This design comes from an exercise in tuning for small area, a short achievable clock period and few clock cycles per item on the open sky130 flow, not from production work. Function was checked by simulation only, so behaviour that the tests miss may differ from the original.

==> flow/design.v (excerpt) <==
module aes_enc_core (
    input  wire         clk,
    input  wire         rst,         
    input  wire         in_valid,
    output wire         in_ready,
    input  wire         key_256,     
    input  wire [255:0] key,
    input  wire [127:0] block_in,
    output reg          out_valid,
    output wire [127:0] block_out
);
    genvar i;
    reg  [127:0] st1;
    reg  [255:0] k1;
    reg          busy1, mode1, last1;
    reg  [3:0]   round1;
    reg  [7:0]   rcon1;
    reg          ksel_w, ksel_rw, ksel_rh;
    reg  [255:0] m2;         
    reg  [63:0]  km2;        
    reg  [255:0] k2;
    reg          busy2, mode2, last2;
    reg  [3:0]   round2;
    reg  [7:0]   rcon2;
    reg  [127:0] out_q;
    reg          in_ready_q;
    assign block_out = out_q;
    assign in_ready = in_ready_q;
    wire load = in_ready;
    wire [127:0] ark = st1 ^ k1[255:128];
    wire [31:0]  kx_in = ({32{ksel_w}}  & k1[31:0])
                       | ({32{ksel_rw}} & {k1[23:0], k1[31:24]})
                       | ({32{ksel_rh}} & {k1[151:128], k1[159:152]});
    wire [63:0]  inv1, tl1;
    wire [15:0]  kinv1, ktl1;
    generate
        for (i = 0; i < 16; i = i + 1) begin : g_sbt
            aes_sbox_top u_t (.in(ark[127-8*i -: 8]), .inv(inv1[63-4*i -: 4]),
                             .tl(tl1[63-4*i -: 4]));
        end
        for (i = 0; i < 4; i = i + 1) begin : g_ksbt
            aes_sbox_top u_t (.in(kx_in[31-8*i -: 8]), .inv(kinv1[15-4*i -: 4]),
                             .tl(ktl1[15-4*i -: 4]));
        end
    endgenerate
    wire [127:0] sub;
    generate
        for (i = 0; i < 16; i = i + 1) begin : g_sbb
            aes_sbox_bot u_b (.in(m2[255-16*i -: 8]), .inv(m2[247-16*i -: 4]),
                              .tl(m2[243-16*i -: 4]), .out(sub[127-8*i -: 8]));
        end
    endgenerate
    wire [127:0] shifted;
    generate
        for (i = 0; i < 16; i = i + 1) begin : g_sr
            localparam integer R = i % 4;
            localparam integer C = i / 4;
            localparam integer SRC = ((C + R) % 4) * 4 + R;
            assign shifted[127-8*i -: 8] = sub[127-8*SRC -: 8];
        end
    endgenerate
    wire [127:0] mixed;
    generate
  ...
Size: about 520 I/O pins, roughly 60,000 um^2 of cells after synthesis.
==> flow/config.mk <==
export PLATFORM = sky130hd
export DESIGN_NAME = aes_enc_core
export DESIGN_NICKNAME = aes_enc_core
export VERILOG_FILES = /design/flow/design.v
export SDC_FILE = /design/flow/constraint.sdc
export NUM_CORES = 8
export LEC_CHECK = 0
export CAP_MARGIN = 20
export CORE_MARGIN = 2
export CORE_UTILIZATION = 60
export PLACE_DENSITY = 0.7
export SETUP_SLACK_MARGIN = 5
export SLEW_MARGIN = 20
==> flow/constraint.sdc <==
create_clock -name core_clock -period 9.0 [get_ports {clk}]
set_input_delay 1.8000 -clock core_clock [delete_from_list [all_inputs] [get_ports {clk}]]
set_output_delay 1.8000 -clock core_clock [all_outputs]
set_load 0.01 [all_outputs]
standard.sh (not shown) runs the stock make flow with config.mk's settings and CLKGATE_MAP_FILE= SYNTH_SCRIPT=/design/flow/synth_recipe.tcl, a recipe that flattens the netlist after the stock synthesis.
==> flow/flow/run.sh <==
#!/bin/bash
set -euo pipefail
rm -rf scripts
cp -r "$FLOW_HOME/scripts" scripts
cat > scripts/abc_speed.script <<'EOT'
&get -n
&st
&dch
&nf
&put
topo
EOT
bash standard.sh SCRIPTS_DIR="$PWD/scripts" SETUP_SLACK_MARGIN=5.6 \
  "BUFFER_PORTS_ARGS=-buffer_cell sky130_fd_sc_hd__buf_1" \
  "CTS_ARGS=-sink_clustering_enable -repair_clock_nets -dont_use_dummy_load -sink_clustering_size 24 -sink_clustering_max_diameter 120" finish > standard.log 2>&1
The baseline ran to the end with no violations.
Testbench counts at the start, summed over its fixed seeds: cycles 23,252, items 1,920.
Change:
==> flow/flow/run.sh (replaced) <==
#!/bin/bash
# The standard layout (settings from config.mk), with the smallest buffer on every port.
set -euo pipefail
bash standard.sh "BUFFER_PORTS_ARGS=-buffer_cell sky130_fd_sc_hd__buf_1" finish > standard.log 2>&1
- CORE_UTILIZATION: 60 -> 45
- PLACE_DENSITY: 0.7 -> 0.6
First-iteration DRC count goes up by 5.7%.
Count of clock-buffer cells in the layout goes up by 99.
Cell area goes up by 6.1%.
Routed wire length goes up by 11%.
Flip-flop and latch count does not change.
Fmax goes down by 12%.
Critical path depth goes down by 2.
Setup slack got worse by 490 ps.
Cell count goes up by 10%.
Change:
==> flow/flow/run.sh (replaced) <==
#!/bin/bash
# The standard layout (settings from config.mk), with the smallest buffer on every port.
set -euo pipefail
bash standard.sh SETUP_SLACK_MARGIN=5.45 "BUFFER_PORTS_ARGS=-buffer_cell sky130_fd_sc_hd__buf_1" finish > standard.log 2>&1
- ABC_AREA: default -> 1
- CORE_UTILIZATION: 45 -> 60
- PLACE_DENSITY: 0.6 -> 0.7
After rerunning:
- global-route usage came out higher by 16 points
- critical path depth came out lower by 8
- wire length came out higher by 44%
- cell area came out higher by 18%
- register-to-register slack improved by 520 ps
- via count came out higher by 78%
- cell count came out higher by 67%
Change:
==> flow/flow/run.sh (replaced) <==
#!/bin/bash
set -euo pipefail
rm -rf scripts
cp -r "$FLOW_HOME/scripts" scripts
cat > scripts/abc_speed.script <<'EOT'
&get -n
&st
&dch
&nf -R 1000
&put
buffer -c
topo
stime -c
upsize -c
dnsize -c
EOT
bash standard.sh SCRIPTS_DIR="$PWD/scripts" SETUP_SLACK_MARGIN=5.75 \
  "BUFFER_PORTS_ARGS=-buffer_cell sky130_fd_sc_hd__buf_1" \
  "CTS_ARGS=-sink_clustering_enable -repair_clock_nets -dont_use_dummy_load -sink_clustering_size 24 -sink_clustering_max_diameter 120" finish > standard.log 2>&1
- ABC_AREA: 1 -> default
Result: Clock-buffer cell count fell by 91. Non-clock buffer count rose by 281. Global-route usage went down by 7.5 points. Worst hold slack is better by 19 ps. Setup slack gains 260 ps. Die area went down by about 23%. Wire length went down by 36%.
Change:
--- a/flow/flow/run.sh
+++ b/flow/flow/run.sh
@@ -15,5 +15,5 @@
 dnsize -c
 EOT
-bash standard.sh SCRIPTS_DIR="$PWD/scripts" SETUP_SLACK_MARGIN=5.75 \
+bash standard.sh SCRIPTS_DIR="$PWD/scripts" SETUP_SLACK_MARGIN=5.6 \
   "BUFFER_PORTS_ARGS=-buffer_cell sky130_fd_sc_hd__buf_1" \
   "CTS_ARGS=-sink_clustering_enable -repair_clock_nets -dont_use_dummy_load -sink_clustering_size 24 -sink_clustering_max_diameter 120" finish > standard.log 2>&1
- PLACE_DENSITY: 0.7 -> 0.8
What happened:
- The new run passed the timing, DRC and antenna checks
- via count climbs slightly
- utilization drops by 2.7 points
- register-to-register slack is worse by 160 ps
- global-route usage drops by 0.35 points
- clock-buffer cell count climbs by 1
- wire length drops slightly
- non-clock buffer count drops by 72
- clock skew climbs by 61 ps
- die area is unchanged

## re-timing with driven ports
No port has a modelled driver above. Below, the same layouts with a new extraction and two added sets of constraints.
Step 1, drivers: a clkbuf_16 drives clk and a buf_2 each remaining input, both assumed.
Step 2 times the ports against the registers' clock, not the clock port: input delays grow and output delays shrink by t, the midpoint of the rising clock arrivals with the driver on.
Three values: no drivers, after step 1, after step 2; two values: the first two.
run | t (ns) | setup slack, ns | worst setup path after step 2 | latest minus earliest clock arrival (ns) | worst register clock-pin slew, ns
the first run | 0.746 | 5.532 / 5.532 / 5.532 | register to register | 0.035 / 0.035 | 0.11 / 0.11
the second run | 0.844 | 5.041 / 5.041 / 5.041 | register to register | 0.063 / 0.063 | 0.07 / 0.07
the third run | 0.861 | 5.480 / 5.388 / 5.556 | register to register | 0.058 / 0.059 | 0.07 / 0.07
the fourth run | 0.757 | 5.737 / 5.663 / 5.749 | register to register | 0.032 / 0.032 | 0.11 / 0.11
the fifth run | 0.754 | 5.585 / 5.585 / 5.585 | register to register | 0.113 / 0.113 | 0.11 / 0.11
After both steps setup and hold are still met in every run listed.
